What follows belongs to an exercise in optimizing a design on an open flow for small area and a short achievable clock period; a production flow would make more cautious choices. Function was checked by simulation only, so behaviour that the tests miss may differ from the original.

==> flow/design.v (outline; a module is shown in full before it is edited, if it fits) <==
// module line_decoder: 1688 lines
// module ld_a211oi_1: 3 lines
// module ld_a21boi_0: 3 lines
// module ld_a21o_1: 3 lines
// module ld_a21oi_1: 3 lines
// module ld_a22oi_1: 3 lines
// module ld_a31oi_1: 3 lines
// module ld_a32oi_1: 3 lines
// module ld_and2_0: 3 lines
// module ld_and3_1: 3 lines
// module ld_and4_1: 3 lines
// module ld_inv_1: 3 lines
// module ld_nand2_1: 3 lines
// module ld_nand2b_1: 3 lines
// module ld_nand3_1: 3 lines
// module ld_nand3b_1: 3 lines
// module ld_nand4_1: 3 lines
// module ld_nor2_1: 3 lines
// module ld_nor2b_1: 3 lines
// module ld_nor3_1: 3 lines
// module ld_nor4_1: 3 lines
// module ld_o21ai_0: 3 lines
// module ld_o22ai_1: 3 lines
// module ld_o311ai_0: 3 lines
// module ld_o41ai_1: 3 lines
// module ld_or2_0: 3 lines
// module ld_xnor2_1: 3 lines
// module ld_xor2_1: 3 lines
module line_decoder (
    input  wire         clk,
    input  wire         rst,
    input  wire         in_valid,
    input  wire [144:0] in_code,
    output reg          out_valid,
    output reg  [127:0] out_data,
    output reg  [16:0]  out_check,
    output reg  [1:0]   out_status
);
  // ...
==> flow/flow/run.sh <==
#!/bin/bash
# Standard ORFS layout (the standard.sh) with two changes:
#  - port buffers use the smallest plain buffer (buf_1) instead of the default delay cell;
#  - clock tree synthesis without dummy load cells.
set -euo pipefail
bash standard.sh \
  "BUFFER_PORTS_ARGS=-buffer_cell sky130_fd_sc_hd__buf_1" \
  "CTS_ARGS=-sink_clustering_enable -repair_clock_nets -dont_use_dummy_load -sink_clustering_size 16 -sink_clustering_max_diameter 60 -buf_list sky130_fd_sc_hd__clkbuf_8" \
  finish > standard.log 2>&1
==> flow/standard.sh <==
#!/bin/bash
# synth_recipe.tcl (not shown) runs the flow's synth.tcl, then flattens the netlist and writes it again
# the make line also repeats each setting of config.mk as NAME=value (left out here)
make -C /OpenROAD-flow-scripts/flow DESIGN_CONFIG=/design/flow/config.mk WORK_HOME=/design/flow/orfs CLKGATE_MAP_FILE= SYNTH_SCRIPT=/design/flow/synth_recipe.tcl "${@:-finish}"
==> flow/config.mk <==
export PLATFORM = sky130hd
export DESIGN_NAME = line_decoder
export DESIGN_NICKNAME = line_decoder
export VERILOG_FILES = /design/flow/design.v
export SDC_FILE = /design/flow/constraint.sdc
export NUM_CORES = 4
export LEC_CHECK = 0
export CAP_MARGIN = 10
export CORE_MARGIN = 2
export CORE_UTILIZATION = 65
export CTS_BUF_LIST = sky130_fd_sc_hd__clkbuf_8
export CTS_CLUSTER_DIAMETER = 60
export CTS_CLUSTER_SIZE = 16
export SLEW_MARGIN = 10
export SYNTH_HIERARCHICAL = 1
==> flow/constraint.sdc <==
create_clock -name core_clock -period 40.0 [get_ports {clk}]
set_input_delay 8.0000 -clock core_clock [delete_from_list [all_inputs] [get_ports {clk}]]
set_output_delay 8.0000 -clock core_clock [all_outputs]
set_load 0.01 [all_outputs]
==> results.yml, run 1 <==
floorplanning:
  core_um2: 29900
  n_tap_cell: 390
  initial_utilization_pct: 66.4
yosys:
  yosys.area_share.simple_pct: 10.3
  synth_top_family_by_area: "XOR/XNOR gates"
  synth_commonest_cells: "xor2_1 (641), dfxtp_1 (462), nor2_1 (168), nand2_1 (166), xnor2_1 (165)"
  synth_compound_area_share_pct: 6.95
placed_design:
  dpl.hpwl_um: 49000
  dp.cells: 2662
clock_network:
  post_cts_buffers: 0
  htree_num_levels: 2
  path_clk_slew_ns: 0.09
sta:
  fin_ws_ns: 30.90
  period_needed_ns: 9.10
  fin_tns_setup_ns: 0
  rsz0062_at_grt: "no"
  skew_ns: 0.0661
worst_setup_path:
  cp-end-kind: "output pin"
  reg2reg_slack_ns: 31.62
  critPathRequiredTime_ns: 32.00
final_layout:
  nFlopsAndLatches: 462
  fillCellCount: 2218
  inverters_excl_clock: 25
  finalNonFillerCells: 2701
  largestRegisters: "m_data: 145 flops, r_code: 145 flops, out_data: 128 flops"
  drive_gt1_share_pct: 4.03
  ff_latch_area_um2: 9250
routing:
  drt_wl_total_um: 66300
  routed.top_layer: "met5"
  wire_per_inst_um: 24.5
  routed_via_density: 5.95
global_route:
  antenna_found_initial: 1
  grt_pass1_vias: 15600
run_status:
  outcome: "timing/DRC/antenna clean"
==> inputs of run 2 (changes only) <==
--- a/flow/config.mk
+++ b/flow/config.mk
@@ -9,3 +9,3 @@
 export CORE_MARGIN = 2
-export CORE_UTILIZATION = 65
+export CORE_UTILIZATION = 72
 export CTS_BUF_LIST = sky130_fd_sc_hd__clkbuf_8
==> run 2 against run 1 <==
Compared with the run above: clock skew is 0.021 ns higher; sequential cell count stayed put; fmax shrank 0.97%; first-iteration DRC count is 16% higher; register-to-register slack lost 0.81 ns; die area is 9.5% lower.
==> results.yml, run 2 <==
sta:
  fin_ws_ns: 30.81
  tightest_slew_ns: 1.41
  slew_viol_final: 0
  period_needed_ns: 9.19
  fin_crit_sh_pct: 23.0
  rsz0062_at_grt: "no"
  holdWs_ns: 0.329
  max_slew_margin_pct: 5.72
  setup_viol: 0
  timing.fmax_ghz: 0.109
  skew_ns: 0.0873
  fin_tns_setup_ns: 0
  finalHoldViolCount: 0
run_status:
  outcome: "timing/DRC/antenna clean"
clock_network:
  cts_tree: "built"
  path_clk_slew_ns: 0.10
  numCtsBuffers: 38
  holdBufCountCts: 0
  post_cts_buffers: 0
  cts.repair.resized: 0
  clock_sinks: 462
  clk_latency_ns: 0.61
  clock-root-buffer: "clkbuf_8"
  cts_buffer_depth: 3
  htree_num_levels: 2
final_layout:
  final_common_cell: "xor2_1"
  final_cell_area_um2: 22100
  diodes: 0
  fin_nets: 2461
  drive_gt1_share_pct: 4.02
  layout_common_cells: "xor2_1 (641), dfxtp_1 (462), buf_1 (295)"
  largestRegisters: "m_data: 145 flops, r_code: 145 flops, out_data: 128 flops"
  syn_to_final_growth_pct: 11.3
  final_util_pct: 81.7
yosys:
  synth_edf_count: 0
  synth.area.mux_share_pct: 0
  async_flop_share_pct: 0
  ys_types: 29
  yosys.area.top_type_share_pct: 46.6
  synth_most_common_cell: "xor2_1"
  synth_commonest_cells: "xor2_1 (641), dfxtp_1 (462), nor2_1 (168), nand2_1 (166), xnor2_1 (165)"
  synth_adder_area_share_pct: 0
  synth-seq-cells: 462
  synth_top_family_by_area: "XOR/XNOR gates"
  syn_avg_cell_area_um2: 10.1
  yosys.area_share.simple_pct: 10.3
  ys.warnings.count: 7
  synth_area_leader_cell: "dfxtp_1"
  syn_inst: 1955
  synth-seq-area-share_pct: 46.6
  synth-xor-area-share_pct: 35.6
  synth_area_um2: 19800
  yosys_most_used_dff: "dfxtp_1"
  synth.net_count: 2103
  synth_compound_area_share_pct: 6.95
  synth_area_leaders: "dfxtp_1 (47%), xor2_1 (28%), xnor2_1 (7.3%)"
global_route:
  grt.total_usage_pct: 49.1
  grt_max_degree: 87
  gr-total-overflow: 0
  grt_pass1_vias: 17100
  antenna_found_initial: 1
  grt_pass1_wl_um: 104000
floorplanning:
  num_rows: 60
  die_h_um: 170
  fp.dieW_um: 170
  core_um2: 27000
  initial_utilization_pct: 73.4
  dieArea_um2: 28900
  boundaryPins: 296
placed_design:
  pre_cts_ws_ns: 31.47
  place.port_buffers: 295
  post_dp_cell_area_um2: 21500
  routabilityCongestion: 1.07
  dpl.hpwl_um: 50800
worst_setup_path:
  cp_slowest_stage_delay_ns: 1.03
  critPathRequiredTime_ns: 40.44
  crit_fanout: 11
  critPathLaunchType: "flop"
  path_buf_inv: 0
  path_class: "reg2reg"
  crit_arrival_ns: 9.63
  cp-end-kind: "flop"
  cp_top_family: "XOR/XNOR gates"
  cpMostUsedCell: "xor2_1"
  crit_path_top_delay_cell: "xor2_1"
routing:
  antenna_left: 0
  dr.pass1.iters: 8
  wire_per_inst_um: 27.4
  routed_via_density: 6.53
  first_iter_violations: 2981
  drc: 0
  drt_wl_total_um: 72700
  num_vias: 17300
flow_run:
  maxCapViolCount: 0
worst_hold_path:
  worstHoldPathType: "reg2reg"
[run 2: cell counts after synthesis]
No cell type changed its count.
[run 2: per-layer routing]
metal  track usage (%)  share of wire (%)
met5                 0              0.023
met4              28.8                7.9
met3              16.5                 14
met2              77.3                 43
met1              58.8                 35
[run 2: path summary, 6_finish.rpt]
kind	from	end	slack, ns	depth (start not counted)
worst min-delay path	r_code[7]	m_data[7]	0.33	0
worst max register to register	r_code[144]	m_e[2]	30.81	25
worst min register to register	r_code[7]	m_data[7]	0.33	0
worst max-delay path	r_code[144]	m_e[2]	30.81	25
[run 2: final cells by class]
| type | instances | area (µm²) |
|---|---|---|
| multi-input cells | 1468 | 10500 |
| flip-flops and latches | 462 | 9250 |
| clock buffers | 38 | 523 |
| repair buffers | 318 | 1290 |
| fillers | 1530 | 4960 |
| inverters | 25 | 93.8 |
| well taps | 341 | 427 |
[run 2: cell families after synthesis]
group | count (synthesis)
xor gates and xnor gates | 806
DFF | 462
and+or+nand+nor | 453
AOI/OAI and AO/OA | 209
buffers and inverters | 25
[run 2: per-stage QoR]
stage / cells
floorplan: 1955
global placement: 2613
detailed placement: 2613
CTS: 2651
global route: 2652
finish: 2652
[run 2: per-module statistics from Yosys, one instance, submodules excluded, excerpt]
| module | cells inside | flops+latches |
|---|---|---|
| ld_xor2_1 | 1 | 0 |
| ld_nor4_1 | 1 | 0 |
| ld_nor2_1 | 1 | 0 |
| line_decoder | 465 | 462 |
| ld_xnor2_1 | 1 | 0 |
| ld_nor2b_1 | 1 | 0 |
| ld_a21oi_1 | 1 | 0 |
| ld_inv_1 | 1 | 0 |
| ld_o41ai_1 | 1 | 0 |
| ld_a32oi_1 | 1 | 0 |
| ld_and2_0 | 1 | 0 |
| ld_o311ai_0 | 1 | 0 |
| ld_nand3_1 | 1 | 0 |
| ld_nand3b_1 | 1 | 0 |
| ld_and3_1 | 1 | 0 |
| ld_nand2_1 | 1 | 0 |
==> inputs of run 3 (changes only) <==
--- a/flow/config.mk
+++ b/flow/config.mk
@@ -9,3 +9,3 @@
 export CORE_MARGIN = 2
-export CORE_UTILIZATION = 72
+export CORE_UTILIZATION = 55
 export CTS_BUF_LIST = sky130_fd_sc_hd__clkbuf_8
==> run 3 against run 2 <==
Compared with the run above: utilization down 19 points; sequential cell count unchanged; global-route usage decreased by 14 points; non-clock buffer count down 1; setup slack gained 0.040 ns; critical path type is now reg2out; largest cell class unchanged.
==> results.yml, run 3 <==
clock_network:
  clock_sinks: 462
  cts_buffer_depth: 3
  clock-root-buffer: "clkbuf_8"
  path_clk_slew_ns: 0.09
  numCtsBuffers: 40
  cts.repair.resized: 0
  post_cts_buffers: 0
  clk_latency_ns: 0.65
  cts_tree: "built"
  htree_num_levels: 2
  holdBufCountCts: 0
yosys:
  syn_inst: 1955
  synth_compound_area_share_pct: 6.95
  yosys.area.top_type_share_pct: 46.6
  yosys_most_used_dff: "dfxtp_1"
  synth_top_family_by_area: "XOR/XNOR gates"
  synth-seq-area-share_pct: 46.6
  yosys.area_share.simple_pct: 10.3
  synth_area_leaders: "dfxtp_1 (47%), xor2_1 (28%), xnor2_1 (7.3%)"
  synth-xor-area-share_pct: 35.6
  synth.area.mux_share_pct: 0
  synth.net_count: 2103
  synth_edf_count: 0
  synth_area_leader_cell: "dfxtp_1"
  syn_avg_cell_area_um2: 10.1
  synth_most_common_cell: "xor2_1"
  ys.warnings.count: 7
  synth_adder_area_share_pct: 0
  synth_area_um2: 19800
  synth-seq-cells: 462
  synth_commonest_cells: "xor2_1 (641), dfxtp_1 (462), nor2_1 (168), nand2_1 (166), xnor2_1 (165)"
  ys_types: 29
  async_flop_share_pct: 0
global_route:
  antenna_found_initial: 2
  grt.total_usage_pct: 34.6
  gr-total-overflow: 0
  grt_max_degree: 89
  grt_pass1_vias: 15300
  grt_pass1_wl_um: 96100
worst_setup_path:
  crit_arrival_ns: 1.15
  path_depth: 1
  reg2regPathDepth: 27
  cp-end-kind: "output pin"
  path_class: "reg2out"
  crit_chain: "buf_1"
  crit_fanout: 1
  path_buf_inv: 1
  crit_path_top_delay_cell: "dfxtp_1"
  cp_top_family: "flip-flops"
  cp_slowest_stage_delay_ns: 0.35
  critPathLaunchType: "flop"
  critPathRequiredTime_ns: 32.00
final_layout:
  layout_common_cells: "xor2_1 (641), dfxtp_1 (462), buf_1 (295)"
  syn_to_final_growth_pct: 12.1
  fillCellCount: 3099
  largestRegisters: "m_data: 145 flops, r_code: 145 flops, out_data: 128 flops"
  drive_gt1_share_pct: 4.07
  final_util_pct: 62.5
  final_common_cell: "xor2_1"
  fin_nets: 2462
  diodes: 0
worst_hold_path:
  hold_depth: 0
  worstHoldPathType: "reg2reg"
placed_design:
  place.port_buffers: 295
  dpl.hpwl_um: 51000
  routabilityCongestion: 1.02
routing:
  drc: 0
  wire_per_inst_um: 24.3
  dr.pass1.iters: 6
  num_vias: 15700
  first_iter_violations: 1800
  drt_wl_total_um: 67400
  routed_via_density: 5.65
  antenna_left: 0
sta:
  timing.fmax_ghz: 0.109
  setup_viol: 0
  period_needed_ns: 9.15
  fin_crit_sh_pct: 22.9
  fin_tns_setup_ns: 0
  rsz0062_at_grt: "no"
  finalHoldViolCount: 0
  slew_viol_final: 0
  tightest_slew_ns: 1.31
  holdWs_ns: 0.363
  skew_ns: 0.0805
  max_slew_margin_pct: 12.3
run_status:
  outcome: "timing/DRC/antenna clean"
flow_run:
  maxCapViolCount: 0
floorplanning:
  core_um2: 35600
  die_h_um: 194
  fp.dieW_um: 194
  boundaryPins: 296
  dieArea_um2: 37600
  num_rows: 69
  initial_utilization_pct: 55.7
-- run 3: changes by cell type in the layout (fill, tap and decap cells not counted) --
cell | before | now
buf_8 | 1 | 0
clkbuf_8 | 38 | 40
-- run 3: path summary, 6_finish.rpt --
path                            slack (ns)         start            end
worst max-delay path                 30.85  out_data[92]   out_data[92]
worst min register to register        0.36    r_code[85]     m_data[85]
worst min-delay path                  0.36    r_code[85]     m_data[85]
worst max register to register       31.75       m_nv[3]  out_data[105]
-- run 3: metal layers --
layer | part of all wire (%) | wire [µm] | track usage, %
met4 | 5.3 | 3560 | 16.3
met3 | 10 | 6770 | 8.80
met1 | 42 | 28200 | 46.6
met2 | 43 | 28900 | 52.3
met5 | 0 | 0 | 0
-- run 3: modules after synthesis (local to each module, per instance), a selection --
module,cells,cell area (µm²)
ld_a211oi_1,1,12.5
ld_nand2_1,1,3.75
ld_nand2b_1,1,6.26
ld_nand3_1,1,5.00
ld_nand4_1,1,6.26
ld_nor2_1,1,3.75
ld_nor2b_1,1,13.8
ld_o21ai_0,1,5.00
ld_xor2_1,1,8.76
-- run 3: cells by family after synthesis --
logic type,Yosys count
simple gates,453
buf+inv,25
flops,462
xor+xnor,806
compound gates,209
-- run 3: through the flow --
step / instance area (µm²) / std cells / setup slack [ns]
2_1_floorplan: 19800 / 1955 / 29.72
3_3_place_gp: 21700 / 2733 / 31.55
3_5_place_dp: 21700 / 2733 / 31.54
4_1_cts: 22200 / 2773 / 30.83
5_1_grt: 22200 / 2773 / 30.80
6_report: 22200 / 2773 / 30.85
-- run 3: cell type report --
cell class              instances  area (µm²)  area share, %
multi-input cells            1468       10500           47.2
inverters                      25        93.8          0.422
repair buffers                317        1270           5.72
well taps                     461         577           2.59
flip-flops and latches        462        9250           41.6
clock buffers                  40         551           2.48
-- run 3: worst reg2reg max path, stage by stage, from the launching register on --
cell	delay, ns
dfxtp_1	0.48
nand2_1	0.10
xor2_1	0.17
xor2_1	0.28
xor2_1	0.78
xor2_1	0.31
xor2_1	0.28
xor2_1	0.34
nand2_1	0.11
xor2_1	0.25
xor2_1	0.32
xor2_1	0.22
xor2_1	0.17
buf_4	0.23
xor2_1	0.71
inv_1	0.45
nor2_1	0.49
nand2_1	0.14
nand2_1	0.11
a32oi_1	0.09
nor2_1	0.15
a21oi_2	0.05
o21ai_1	0.13
o22ai_1	0.17
and3_1	0.27
nor3_4	0.23
buf_4	0.70
nor2_1	0.38

==> re-timing with driven ports <==
No port has a modelled driver above. Below, the same layouts with a new extraction and two added sets of constraints.
Step 1, drivers: a clkbuf_16 drives clk and a buf_2 each remaining input, both assumed.
Step 2 times the ports against the registers' clock, not the clock port: input delays grow and output delays shrink by t, the midpoint of the rising clock arrivals with the driver on.
a / b / c = ideal / step 1 / step 2; a / b = the first two.
| run | t (ns) | slack for setup (ns) | worst hold slack (ns) |
|---|---|---|---|
| run 1 | 0.600 | 30.904 / 30.852 / 31.452 | 0.340 / 0.340 / 0.340 |
| run 2 | 0.612 | 30.814 / 30.804 / 30.814 | 0.329 / 0.329 / 0.329 |
| run 3 | 0.653 | 30.854 / 30.802 / 31.455 | 0.363 / 0.363 / 0.363 |
After both steps setup and hold are still met in every run listed.
